Background: an optimization exercise with open tools, aiming at small area, a short achievable clock period and few clock cycles per item. Do not read the settings as production practice. Only the layout flow was run in this run; the RTL was not checked for function there. Power figures rest on the tool's default switching activity, not on a simulated workload.

`design/flow/config.mk`:
```
export PLATFORM = sky130hd
export DESIGN_NAME = contone_block_enc
export DESIGN_NICKNAME = contone_block_enc
export VERILOG_FILES = /design/flow/design.v
export SDC_FILE = /design/flow/constraint.sdc
export NUM_CORES = 4
export LEC_CHECK = 0
export CAP_MARGIN = 20
export CORE_MARGIN = 2
export CORE_UTILIZATION = 40
export SLEW_MARGIN = 20
```
`design/flow/constraint.sdc`:
```
create_clock -name core_clock -period 17.0 [get_ports {clk}]
set_input_delay 3.4000 -clock core_clock [delete_from_list [all_inputs] [get_ports {clk}]]
set_output_delay 3.4000 -clock core_clock [all_outputs]
set_load 0.01 [all_outputs]
```
`design/flow/design.v`:
```
module contone_block_enc (
    input  wire       clk,
    input  wire       rst,           
    input  wire       in_valid,
    output wire       in_ready,
    input  wire [7:0] in_cur,        
    input  wire [7:0] in_prev,       
    input  wire       in_sol,        
    output wire       out_valid,
    input  wire       out_ready,
    output wire [7:0] out_data,
    output wire       out_last       
);
    localparam integer D     = 8;           
    localparam integer DEPTH = 64 + D;
    localparam integer PW    = 7;
    function [7:0] zigzag;
        input [7:0] cur, pred;
        reg   [7:0] e;
        begin
            e = cur - pred;
            zigzag = e[7] ? ~{e[6:0], 1'b0} : {e[6:0], 1'b0};
        end
    endfunction
    function [31:0] zig4;
        input [7:0] cur, w, n, nw;
        reg   [8:0] sum;
        reg   [7:0] z0, z1, zg;
        reg         w_lt_n, nw_ge_w, nw_ge_n, nw_le_w, nw_le_n;
        reg   [7:0] z3;
        begin
            sum     = {1'b0, w} + {1'b0, n};
            z0      = zigzag(cur, w);
            z1      = zigzag(cur, n);
            zg      = zigzag(cur, w + n - nw);
            w_lt_n  = w < n;
            nw_ge_w = nw >= w;
            nw_ge_n = nw >= n;
            nw_le_w = nw <= w;
            nw_le_n = nw <= n;
            if (nw_ge_w && nw_ge_n)      z3 = w_lt_n ? z0 : z1;    
            else if (nw_le_w && nw_le_n) z3 = w_lt_n ? z1 : z0;    
            else                         z3 = zg;
            zig4 = {z3, zigzag(cur, sum[8:1]), z1, z0};
        end
    endfunction
    reg        in_ready_r;
    reg        r_v, r_sol;
    reg [7:0]  r_cur, r_prev;
    assign in_ready = in_ready_r;
    always @(posedge clk) begin
        r_cur  <= in_cur;
        r_prev <= in_prev;
        r_sol  <= in_sol;
        r_v    <= !rst && in_valid && in_ready_r;
    end
    reg [15:0]   fifo [0:DEPTH-1];
    reg [PW-1:0] wr_ptr, rd_ptr;
    reg [PW-1:0] occ;                 
    always @(posedge clk)
        if (r_v) fifo[wr_ptr] <= {r_cur, r_prev};
    wire [15:0]  rd_data = fifo[rd_ptr];
    reg [7:0]  lc, lp;                
    reg [5:0]  ccnt;
    reg [31:0] zr;
    reg        z_v, z_first, z_last, z_sol;
    wire [7:0] c_w  = r_sol ? r_prev : lc;
    wire [7:0] c_nw = r_sol ? r_prev : lp;
    always @(posedge clk) begin
        zr      <= zig4(r_cur, c_w, r_prev, c_nw);
        z_first <= (ccnt == 6'd0);
        z_last  <= (ccnt == 6'd63);
        z_sol   <= r_sol;
        if (r_v) begin
            lc <= r_cur;
            lp <= r_prev;
        end
        if (rst) begin
            z_v  <= 1'b0;
            ccnt <= 6'd0;
        end else begin
            z_v <= r_v;
            if (r_v) ccnt <= ccnt + 6'd1;
        end
    end
    reg [8:0] acc [0:27];
    reg       a_done, a_sol;
    integer   ap, ak;
    always @(posedge clk) begin
        for (ap = 0; ap < 4; ap = ap + 1)
            for (ak = 0; ak < 7; ak = ak + 1)
                if (z_v) acc[7*ap+ak] <= cost_step(z_first ? 9'd64 * (ak + 1) : acc[7*ap+ak],
                                                   zr[8*ap +: 8], ak[2:0]);
        if (z_v && z_first) a_sol <= z_sol;
        a_done <= !rst && z_v && z_last;
    end
    function [8:0] cost_step;
        input [8:0] base;
        input [7:0] z;
        input [2:0] k;
        reg   [7:0] q;
        reg   [4:0] f;
        reg   [9:0] s;
        begin
            q = z >> k;
            f = (q >= 8'd24) ? 5'd31 - {2'd0, k} : q[4:0];
            s = {1'b0, base} + {5'd0, f};
            cost_step = s[9] ? 9'h1FF : s[8:0];
        end
    endfunction
    reg [8:0]  t1_cost [0:3];
    reg [2:0]  t1_k    [0:3];
    reg        t1_v, t1_sol;
    function [11:0] min2;
        input [11:0] a, b;
        min2 = (b[11:3] < a[11:3]) ? b : a;
    endfunction
    reg [11:0] m01, m23, m45, m03, m46, m06;
    integer    tp;
    always @(posedge clk) begin
        for (tp = 0; tp < 4; tp = tp + 1) begin
            m01 = min2({acc[7*tp+0], 3'd0}, {acc[7*tp+1], 3'd1});
            m23 = min2({acc[7*tp+2], 3'd2}, {acc[7*tp+3], 3'd3});
            m45 = min2({acc[7*tp+4], 3'd4}, {acc[7*tp+5], 3'd5});
            m03 = min2(m01, m23);
            m46 = min2(m45, {acc[7*tp+6], 3'd6});
            m06 = min2(m03, m46);
            t1_cost[tp] <= m06[11:3];
            t1_k[tp]    <= m06[2:0];
        end
        t1_sol <= a_sol;
        t1_v   <= !rst && a_done;
    end
    wire        s01   = t1_cost[1] < t1_cost[0];
    wire [8:0]  c01   = s01 ? t1_cost[1] : t1_cost[0];
    wire [2:0]  k01   = s01 ? t1_k[1] : t1_k[0];
    wire        s23   = t1_cost[3] < t1_cost[2];
    wire [8:0]  c23   = s23 ? t1_cost[3] : t1_cost[2];
    wire [2:0]  k23   = s23 ? t1_k[3] : t1_k[2];
    wire        sfin  = c23 < c01;
    wire [8:0]  bcost = sfin ? c23 : c01;
    wire [1:0]  bp    = sfin ? {1'b1, s23} : {1'b0, s01};
    wire [2:0]  bk    = sfin ? k23 : k01;
    localparam [1:0] K_CODED = 2'd0, K_ZERO = 2'd1, K_ESC = 2'd2;
    reg         pd_v, pd_sol;
    reg  [1:0]  pd_kind, pd_p;
    reg  [2:0]  pd_k;
    reg         take;                
    always @(posedge clk) begin
        if (t1_v) begin
            pd_sol  <= t1_sol;
            pd_p    <= bp;
            pd_k    <= bk;
            pd_kind <= (bcost == 9'd64)  ? K_ZERO :
                       (bcost <= 9'd504) ? K_CODED : K_ESC;
        end
        if (rst)       pd_v <= 1'b0;
        else if (t1_v) pd_v <= 1'b1;
        else if (take) pd_v <= 1'b0;
    end
    localparam [1:0] E_IDLE = 2'd0, E_HDR = 2'd1, E_SKIP = 2'd2, E_READ = 2'd3;
    reg  [1:0]  es;
    reg  [1:0]  eb_kind, eb_p;
    reg  [2:0]  eb_k;
    reg         eb_sol;
    reg  [5:0]  ecnt;
    reg         e0_v, e0_hdr, e0_esc, e0_first, e0_sol, e0_end;
    reg  [1:0]  e0_p;
    reg  [2:0]  e0_k;
    reg  [7:0]  e0_hval;
    reg  [7:0]  rc, rn, rw, rnw;
    reg         e1_v, e1_raw, e1_end;
    reg  [2:0]  e1_k;
    reg  [7:0]  e1_val;
    reg         c_v, c_end;
    reg  [4:0]  c_u;
    reg  [7:0]  c_tail;
    reg  [3:0]  c_t;
    reg  [15:0] a_acc;
    reg  [4:0]  a_n;
    reg         a_flush;             
    reg         o_v, o_l, s_v, s_l;
    reg  [7:0]  o_d, s_d;
    wire        pop      = !s_v && (a_n >= 5'd8 || (a_flush && a_n != 5'd0));
    wire        pop_last = a_flush && a_n <= 5'd8;
    wire [4:0]  n_pop    = !pop ? a_n : (a_n >= 5'd8 ? a_n - 5'd8 : 5'd0);
    wire        flush_stay = a_flush && !(pop && pop_last);
    wire        can_push = c_v && !flush_stay && n_pop <= 5'd8;
    wire [5:0]  ut       = {1'b0, c_u} + {2'd0, c_t};
    wire        fits     = ut <= 6'd8;
    wire [7:0]  ones_u   = (c_u >= 5'd8) ? 8'hFF : ~(8'hFF >> c_u[2:0]);
    wire [7:0]  chunk    = fits ? (ones_u | (c_tail >> c_u[2:0])) : ones_u;
    wire [4:0]  chunk_n  = fits ? ut[4:0] : (c_u >= 5'd8 ? 5'd8 : c_u);
    wire        push     = can_push;
    wire        c_done   = push && fits;
    wire [15:0] acc_pop  = pop ? {a_acc[7:0], 8'd0} : a_acc;
    wire [15:0] acc_ins  = {chunk, 8'd0} >> n_pop;
    wire        c_load   = !c_v || c_done;
    wire        e1_free  = !e1_v || c_load;
    wire        e0_free  = !e0_v || e1_free;
    wire [7:0]  e1_q     = e1_val >> e1_k;
    wire        e1_esc   = e1_q >= 8'd24;
    reg  [4:0]  n_u;
    reg  [7:0]  n_tail;
    reg  [3:0]  n_t;
    always @(*) begin
        if (e1_raw) begin
            n_u    = 5'd0;
            n_tail = e1_val;
            n_t    = 4'd8;
        end else if (e1_esc) begin
            n_u    = 5'd24;
            n_tail = e1_val;
            n_t    = 4'd8;
        end else begin
            n_u    = e1_q[4:0];
            n_tail = (e1_val << (3'd7 - e1_k)) & 8'h7F;
            n_t    = {1'b0, e1_k} + 4'd1;
        end
    end
    wire [7:0]  e0_w   = (e0_first && e0_sol) ? rn : rw;
    wire [7:0]  e0_nw  = (e0_first && e0_sol) ? rn : rnw;
    wire [31:0] e0_z4  = zig4(rc, e0_w, rn, e0_nw);
    wire [7:0]  e0_z   = e0_z4[8*e0_p +: 8];
    wire        rd_one = (es == E_READ) && e0_free;
    wire        rd_any = rd_one || (es == E_SKIP);
    wire [PW-1:0] rd_inc  = (rd_ptr == DEPTH - 1) ? {PW{1'b0}} : rd_ptr + 1'b1;
    wire [PW-1:0] rd_skip = (rd_ptr >= DEPTH - 63) ? rd_ptr - (DEPTH - 63) : rd_ptr + 7'd63;
    wire [PW-1:0] wr_inc  = (wr_ptr == DEPTH - 1) ? {PW{1'b0}} : wr_ptr + 1'b1;
    wire [PW-1:0] occ_n   = occ + {{(PW-1){1'b0}}, r_v}
                            - (es == E_SKIP ? 7'd64 : {{(PW-1){1'b0}}, rd_one});
    always @(*) take = (es == E_IDLE) && pd_v;
    always @(posedge clk) begin
        a_acc <= acc_pop | (push ? acc_ins : 16'd0);
        a_n   <= n_pop + (push ? chunk_n : 5'd0);
        if (push && fits && c_end)  a_flush <= 1'b1;
        else if (!flush_stay)       a_flush <= 1'b0;
        if (push && !fits) c_u <= (c_u >= 5'd8) ? c_u - 5'd8 : 5'd0;
        if (c_load) begin
            c_v    <= e1_v;
            c_u    <= n_u;
            c_tail <= n_tail;
            c_t    <= n_t;
            c_end  <= e1_end;
        end
        if (e1_free) begin
            e1_v   <= e0_v;
            e1_raw <= e0_hdr || e0_esc;
            e1_val <= e0_hdr ? e0_hval : e0_esc ? rc : e0_z;
            e1_end <= e0_end;
            e1_k   <= e0_k;
        end
        if (e0_free) e0_v <= 1'b0;
        if (take) begin
            eb_kind <= pd_kind;
            eb_p    <= pd_p;
            eb_k    <= pd_k;
            eb_sol  <= pd_sol;
            es      <= E_HDR;
        end
        if (es == E_HDR && e0_free) begin
            e0_v    <= 1'b1;
            e0_hdr  <= 1'b1;
            e0_end  <= (eb_kind == K_ZERO);
            e0_hval <= (eb_kind == K_ZERO)  ? {2'b01, eb_p, 4'b0000} :
                       (eb_kind == K_CODED) ? {2'b00, eb_p, 1'b0, eb_k} : 8'hC0;
            e0_k    <= eb_k;
            ecnt    <= 6'd0;
            if (eb_kind == K_ZERO) begin
                rd_ptr <= rd_skip;
                es     <= E_SKIP;
            end else
                es     <= E_READ;
        end
        if (es == E_SKIP) begin
            rc     <= rd_data[15:8];
            rn     <= rd_data[7:0];
            rd_ptr <= rd_inc;
            es     <= E_IDLE;
        end
        if (rd_one) begin
            rw       <= rc;
            rnw      <= rn;
            rc       <= rd_data[15:8];
            rn       <= rd_data[7:0];
            rd_ptr   <= rd_inc;
            e0_v     <= 1'b1;
            e0_hdr   <= 1'b0;
            e0_esc   <= (eb_kind == K_ESC);
            e0_first <= (ecnt == 6'd0);
            e0_sol   <= eb_sol;
            e0_end   <= (ecnt == 6'd63);
            e0_p     <= eb_p;
            e0_k     <= eb_k;
            ecnt     <= ecnt + 6'd1;
            if (ecnt == 6'd63) es <= E_IDLE;
        end
        if (r_v) wr_ptr <= wr_inc;
        occ        <= occ_n;
        in_ready_r <= ({1'b0, occ_n} + {7'd0, in_ready_r} + 8'd1) <= DEPTH;
        if (!o_v || out_ready) begin
            if (s_v) begin
                o_v <= 1'b1;
                o_d <= s_d;
                o_l <= s_l;
                s_v <= 1'b0;
            end else begin
                o_v <= pop;
                o_d <= a_acc[15:8];
                o_l <= pop_last;
            end
        end else if (pop) begin
            s_v <= 1'b1;
            s_d <= a_acc[15:8];
            s_l <= pop_last;
        end
        if (rst) begin
            es         <= E_IDLE;
            e0_v       <= 1'b0;
            e1_v       <= 1'b0;
            c_v        <= 1'b0;
            a_acc      <= 16'd0;
            a_n        <= 5'd0;
            a_flush    <= 1'b0;
            o_v        <= 1'b0;
            s_v        <= 1'b0;
            wr_ptr     <= {PW{1'b0}};
            rd_ptr     <= {PW{1'b0}};
            occ        <= {PW{1'b0}};
            in_ready_r <= 1'b1;
        end
    end
    assign out_valid = o_v;
    assign out_data  = o_d;
    assign out_last  = o_l;
endmodule
```
`design/flow/run.sh`:
```
#!/bin/bash
# synth_recipe.tcl (not shown) runs the flow's synth.tcl, then flattens the netlist and writes it again
# the make line also repeats each setting of config.mk as NAME=value (left out here)
make -C /OpenROAD-flow-scripts/flow DESIGN_CONFIG=/design/flow/config.mk WORK_HOME=/design/flow/orfs CLKGATE_MAP_FILE= SYNTH_SCRIPT=/design/flow/synth_recipe.tcl finish
```
==> results.sh <==
export IMPL_pre_cts_ws_ns=9.61
export IMPL_worst_slew_pin_slew_ns=1.12
export IMPL_rsz0062_at_grt="no"
export IMPL_first_iter_violations=4422
export IMPL_critPathArrivalTime_ns=8.03
export IMPL_synth_area_per_cell_um2=13.8
export IMPL_cts_buffers_inserted=182
export IMPL_yosysWarnings=4
export IMPL_synth_flop_cell="edfxtp_1"
export IMPL_synth_distinct_cells=109
export IMPL_clock_root_buffer="clkbuf_16"
export IMPL_grt_max_degree=129
export IMPL_initial_core_util_pct=40.2
export IMPL_synth_top_area_share_pct=53.1
export IMPL_syn_inst=6299
export IMPL_yosysMostFrequentCell="edfxtp_1"
export IMPL_critPathKind="reg -> reg"
export IMPL_cts_resized=0
export IMPL_ys_seq_area_share_pct=57.0
export IMPL_fin_setup_tns_ns=0
export IMPL_slew_viol_final=0
export IMPL_fmax_ghz=0.137
export IMPL_port_buffers=31
export IMPL_cp_end_kind="flop"
export IMPL_viasPerCell=5.53
export IMPL_synth_top_cell_by_area="edfxtp_1"
export IMPL_cpPeakStageDelay_ns=0.94
export IMPL_crit_chain="ha_1, and4_1, nand2_1, nor3_1, a2111oi_4, mux2i_1, inv_1, ha_1, a21o_1, a21o_1, a2111oi_0, o21ai_1, a221oi_2, buf_4, mux2i_1, inv_1, ha_1, nor2b_1, o21ai_0, a21oi_1, or3_1, a21oi_1, o211ai_2, mux2_4"
export IMPL_num_vias=52211
export IMPL_grt_pass1_vias=52886
export IMPL_setup_viol=0
export IMPL_drive_gt1_share_pct=14.5
export IMPL_outcome="complete, no violations"
export IMPL_hold_path_class="reg -> reg"
export IMPL_hold_viol=0
export IMPL_syn2layout_area_growth_pct=11.9
export IMPL_period_needed_ns=7.31
export IMPL_crit_top_cell="ha_1"
export IMPL_synth_common_cells="edfxtp_1 (1,540), ha_1 (491), inv_1 (460), nor2_1 (404), mux4_2 (372)"
export IMPL_synth_edff_count=1540
export IMPL_die_w_um=471
export IMPL_min_period_over_period_pct=43.0
export IMPL_cts_sinks=1711
export IMPL_post_drt_wl_per_cell_um=22.3
export IMPL_clock_latency_ns=0.87
export IMPL_h_tree_depth=4
export IMPL_place_gp_congestion=0.868
export IMPL_relSlewSlack_pct=24.8
export IMPL_final_nets=7003
export IMPL_cp_max_fo=12
export IMPL_dp_hpwl_um=139000
export IMPL_async_reset_ff_share_pct=0
export IMPL_die_h_um=471
export IMPL_gr_usage_all_layers_pct=19.0
export IMPL_startpoint_type="flop"
export IMPL_drv_cap=0
export IMPL_hold_ws_ns=0.346
export IMPL_power_density_nw_per_um2=127
export IMPL_cts_tree="done"
export IMPL_synth_nets=6878
export IMPL_antenna_found_initial=6
export IMPL_cts_clk_slew_worst_paths_ns=0.06
export IMPL_critPathSlowestCell="a2111oi_4"
export IMPL_ys_seq_elements=1711
export IMPL_synth_area_top_cells="edfxtp_1 (53%), mux4_2 (9.6%), ha_1 (7.1%), dfxtp_1 (3.9%), mux2i_1 (2.5%)"
export IMPL_fin_ws_ns=9.69
export IMPL_rows=171
export IMPL_grt_first_pass_wirelength_um=323000
export IMPL_die_area_um2=221000
export IMPL_cts_buffer_depth=3
export IMPL_wirelength_um=210000
export IMPL_dr_pass1_iters=5
export IMPL_postCtsSetupBuffers=0
export IMPL_io_pins=32
export IMPL_power_leakage_nw=35.4
export IMPL_core_area_um2=217000
export IMPL_worstPathRequired_ns=17.72
export IMPL_fin_worst_skew_ns=0.0847
export IMPL_postCtsHoldBufs=0
export IMPL_antenna_left=0
export IMPL_syn_area_um2=87100
export IMPL_gr_total_overflow=0
export IMPL_drc=0
export IMPL_peakVddDrop_mv=0.102
==> sequential cells by signal, summed over array words and instances, names as in the netlist, 12 cells and up, named ones only <==
signal and flops:
fifo 1152, acc 252, t1_cost 36, zr 32, a_acc 16, t1_k 12
==> power by group <==
group	total, mW	leakage [nW]	internal (mW)	switching, mW
clock network	4.09	3.03	2.35	1.74
registers	5.16	15.3	4.90	0.263
logic	3.08	17.0	1.30	1.78
total	12.3	35.4	8.55	3.78
==> layer usage <==
metal | global-route usage (%) | routed length, um | vias to the layer above | share of wire [%]
met1 | 26.6 | 94500 | 26559 | 45
met2 | 31.0 | 99900 | 1295 | 48
met5 | 0 | 27 | - | 0.013
met4 | 4.79 | 4580 | 4 | 2.2
li1 | - | - | 24089 | -
met3 | 2.69 | 11200 | 264 | 5.3
==> path summary, 6_finish.rpt <==
| path | cells past startpoint | slack [ns] | startpoint | to |
|---|---|---|---|---|
| max | 24 | 9.69 | acc[10][7]$_SDFFCE_PP1P_ | t1_cost[1][5]$_DFF_P_ |
| min | 0 | 0.35 | a_sol$_DFFE_PP_ | t1_sol$_DFF_P_ |
| max reg2reg | 24 | 9.69 | acc[10][7]$_SDFFCE_PP1P_ | t1_cost[1][5]$_DFF_P_ |
| min reg2reg | 0 | 0.35 | a_sol$_DFFE_PP_ | t1_sol$_DFF_P_ |
==> worst max-delay path: cells and delay by family (launching register included) <==
family | cells | cell delay (ns)
buffers and inverters | 3 | 0.43
adder cells (fa/ha/maj) | 3 | 0.97
multiplexers | 3 | 1.19
flip-flops | 1 | 0.48
AND/OR/NAND/NOR | 5 | 0.83
AO/OA/AOI/OAI | 10 | 3.29
==> cell families after synthesis <==
logic type      count (synthesis)  synth area share [%]
flops                        1711                  57.0
simple gates                 1450                  8.17
compound gates                980                  7.34
buf+inv                       686                  3.04
mux                           667                  13.2
fa+ha+maj                     558                  8.59
xor+xnor                      247                  2.67
==> cell type report <==
class,instances,area (um2)
Fill cell,19074,119000
Sequential cell,1711,49700
Multi-Input combinational cell,3902,34800
Clock buffer,233,4880
Tap cell,2854,3570
Inverter,462,1740
Clock inverter,113,1380
Timing Repair Buffer,165,1340
Antenna cell,2,5.00
==> through the flow <==
stage	utilization, %	cell area [um2]	power [mW]	cells
floorplan	-	87100	7.43	6299
global placement	42.1	91100	8.25	9089
detailed placement	42.1	91200	8.33	9092
CTS	45.0	97400	12.4	9438
global route	45.0	97500	13.0	9441
finish	45.0	97500	12.3	9442
==> cell usage in the layout (no fill, tap or decap), drive strengths merged, types with 32 or more instances in the layout <==
master and instances:
edfxtp 1540, ha 491, inv 468, nor2 407, mux4 372, nand2 344
a21oi 279, o21ai 244, clkbuf 233, mux2i 219, xnor2 179, dfxtp 171
nor2b 164, buf 135, nand3 126, a21o 114, nand2b 109, clkinv 83
mux2 76, fa 67, xor2 61, nand4 60, nor3 58, a31oi 37
a221oi 32

-- static timing again, ports no longer ideal --
Ports are ideal in the flow. The routed layout listed here was re-timed in OpenROAD.
Step 1 sets driving cells, clkbuf_16 on the clock port and buf_2 on the other inputs (assumed; they add their load-dependent delay and slew).
Step 2, shift: input delay + t, output delay - t, t = (earliest + latest rising clock arrival at the registers) / 2. This alone moves slack from input paths to output paths.
a / b / c = no drivers / after step 1 / after step 2; a / b = the first two.
shift t [ns]: 0.923
slack for setup (ns): 9.688 / 9.688 / 9.688
latest minus earliest clock arrival (ns): 0.105 / 0.105
worst register clock-pin slew, ns: 0.07 / 0.07
After both steps this run still meets setup and hold. The setup slack of this run moves by 0.000 ns with the drivers and by 0.000 ns with both steps.
